This design comes from an exercise in tuning for small area and a short achievable clock period on the open sky130 flow, not from production work. The RTL was checked by simulation tests, not by an equivalence proof against the original design.

Design chk_unit, start of the top module:
module chk_unit (
    input  wire        clk,
    input  wire        rst,           
    input  wire        wr_cfg,        
    input  wire        wr_init,       
    input  wire        wr_value,      
    input  wire [31:0] wdata,
    input  wire        s_valid,
    input  wire [63:0] s_data,        
    input  wire [2:0]  s_nbm1,        
    input  wire        s_last,        
    input  wire        s_check,       
    output wire [1:0]  code,
    output wire [31:0] value,
    output wire [31:0] result,
    output wire        residue_ok,
    output wire [15:0] fail_cnt,
    output wire [15:0] refused_cnt
);
Size in the first run: about 2000 cells after synthesis, about 70 flip-flops, about 210 I/O pins.
clock: 25.0 ns
lec_check: 0
cap_margin: 20
core_margin: 2
core_utilization: 58
setup_slack_margin: 2
slew_margin: 40
dont_use_cells: sky130_fd_sc_hd__xor3_1 sky130_fd_sc_hd__xor3_2 sky130_fd_sc_hd__xor3_4 sky130_fd_sc_hd__xnor3_1 sky130_fd_sc_hd__xnor3_2 sky130_fd_sc_hd__xnor3_4
buffer_ports_args: -buffer_cell sky130_fd_sc_hd__buf_1
standard.sh (not shown) runs the stock make flow with config.mk's settings and CLKGATE_MAP_FILE= SYNTH_SCRIPT=/design/flow/synth_recipe.tcl, a recipe that flattens the netlist after the stock synthesis.
==> flow/flow/run.sh <==
#!/bin/bash
# Standard layout (the standard.sh) with these changes:
#  - synthesis uses no three-input XOR cells (two XOR2 are smaller than one
#    XOR3 here) and XOR2 cells only in their smallest size (synthesis upsizes
#    them for a delay target far below the clock period); after synthesis the
#    XOR2 sizes are allowed again, for the timing repair to use where needed;
#  - ports buffered with the smallest buffer instead of a delay buffer;
#  - the timing repair aims for more setup slack than the design's margin.
set -euo pipefail
cp config.mk config_base.mk
XOR3="sky130_fd_sc_hd__xor3_1 sky130_fd_sc_hd__xor3_2 sky130_fd_sc_hd__xor3_4 sky130_fd_sc_hd__xnor3_1 sky130_fd_sc_hd__xnor3_2 sky130_fd_sc_hd__xnor3_4"
XOR2="sky130_fd_sc_hd__xnor2_2 sky130_fd_sc_hd__xnor2_4 sky130_fd_sc_hd__xor2_2 sky130_fd_sc_hd__xor2_4"
{ cat config_base.mk
  echo "export DONT_USE_CELLS = $XOR3 $XOR2"
  echo "export BUFFER_PORTS_ARGS = -buffer_cell sky130_fd_sc_hd__buf_1"; } > config.mk
bash standard.sh SETUP_SLACK_MARGIN=${MARGIN:-16} synth > standard_synth.log 2>&1
{ cat config_base.mk
  echo "export DONT_USE_CELLS = $XOR3"
  echo "export BUFFER_PORTS_ARGS = -buffer_cell sky130_fd_sc_hd__buf_1"; } > config.mk
bash standard.sh SETUP_SLACK_MARGIN=${MARGIN:-16} finish > standard.log 2>&1
Rerun with:
==> flow/flow/run.sh (replaced) <==
#!/bin/bash
# Standard layout (the standard.sh) with these changes:
#  - no three-input XOR cells (two XOR2 are smaller than one XOR3 here), and
#    XOR2 cells only in their smallest size (synthesis upsizes them for a
#    delay target far below the clock period);
#  - ports buffered with the smallest buffer instead of a delay buffer;
#  - the timing repair aims for more setup slack than the design's margin.
set -euo pipefail
cat >> config.mk <<'EOC'
export DONT_USE_CELLS = sky130_fd_sc_hd__xor3_1 sky130_fd_sc_hd__xor3_2 sky130_fd_sc_hd__xor3_4 sky130_fd_sc_hd__xnor3_1 sky130_fd_sc_hd__xnor3_2 sky130_fd_sc_hd__xnor3_4 sky130_fd_sc_hd__xnor2_2 sky130_fd_sc_hd__xnor2_4 sky130_fd_sc_hd__xor2_2 sky130_fd_sc_hd__xor2_4
export BUFFER_PORTS_ARGS = -buffer_cell sky130_fd_sc_hd__buf_1
EOC
bash standard.sh SETUP_SLACK_MARGIN=${MARGIN:-17} finish > standard.log 2>&1
- CORE_UTILIZATION: 58 -> 52
- DONT_USE_CELLS: sky130_fd_sc_hd__xor3_1 sky130_fd_sc_hd__xor3_2 sky130_fd_sc_hd__xor3_4 sky130_fd_sc_hd__xnor3_1 sky130_fd_sc_hd__xnor3_2 sky130_fd_sc_hd__xnor3_4 -> sky130_fd_sc_hd__xor3_1 sky130_fd_sc_hd__xor3_2 sky130_fd_sc_hd__xor3_4 sky130_fd_sc_hd__xnor3_1 sky130_fd_sc_hd__xnor3_2 sky130_fd_sc_hd__xnor3_4 sky130_fd_sc_hd__xnor2_2 sky130_fd_sc_hd__xnor2_4 sky130_fd_sc_hd__xor2_2 sky130_fd_sc_hd__xor2_4
Result: This time the run failed in global routing, error GRT-0116. Synthesized area is unchanged. Synthesized cell count is unchanged.

==> port drivers added, routing unchanged <==
No port has a modelled driver above. Below, the same layout with a new extraction and two added sets of constraints. Step 1: set_driving_cell puts a clkbuf_16 on clk and a buf_2 on each other input, an assumption about the parent block. Step 2 times the ports against the registers' clock, not the clock port: input delays grow and output delays shrink by t, the midpoint of the rising clock arrivals with the driver on. Slacks: no drivers / after step 1 / after step 2; pairs: no drivers / after step 1.
run: the first run
shift t [ns]: 0.385
slack for setup (ns): 15.932 / 15.960 / 15.575
worst setup path at the end: input to register
slew at the worst register clock pin (ns): 0.06 / 0.06
pins driven straight from the clock port: 1
After both steps the first run still meets setup and hold. For the first run, drivers alone change the setup slack by +0.028 ns; drivers and shift together by -0.357 ns.
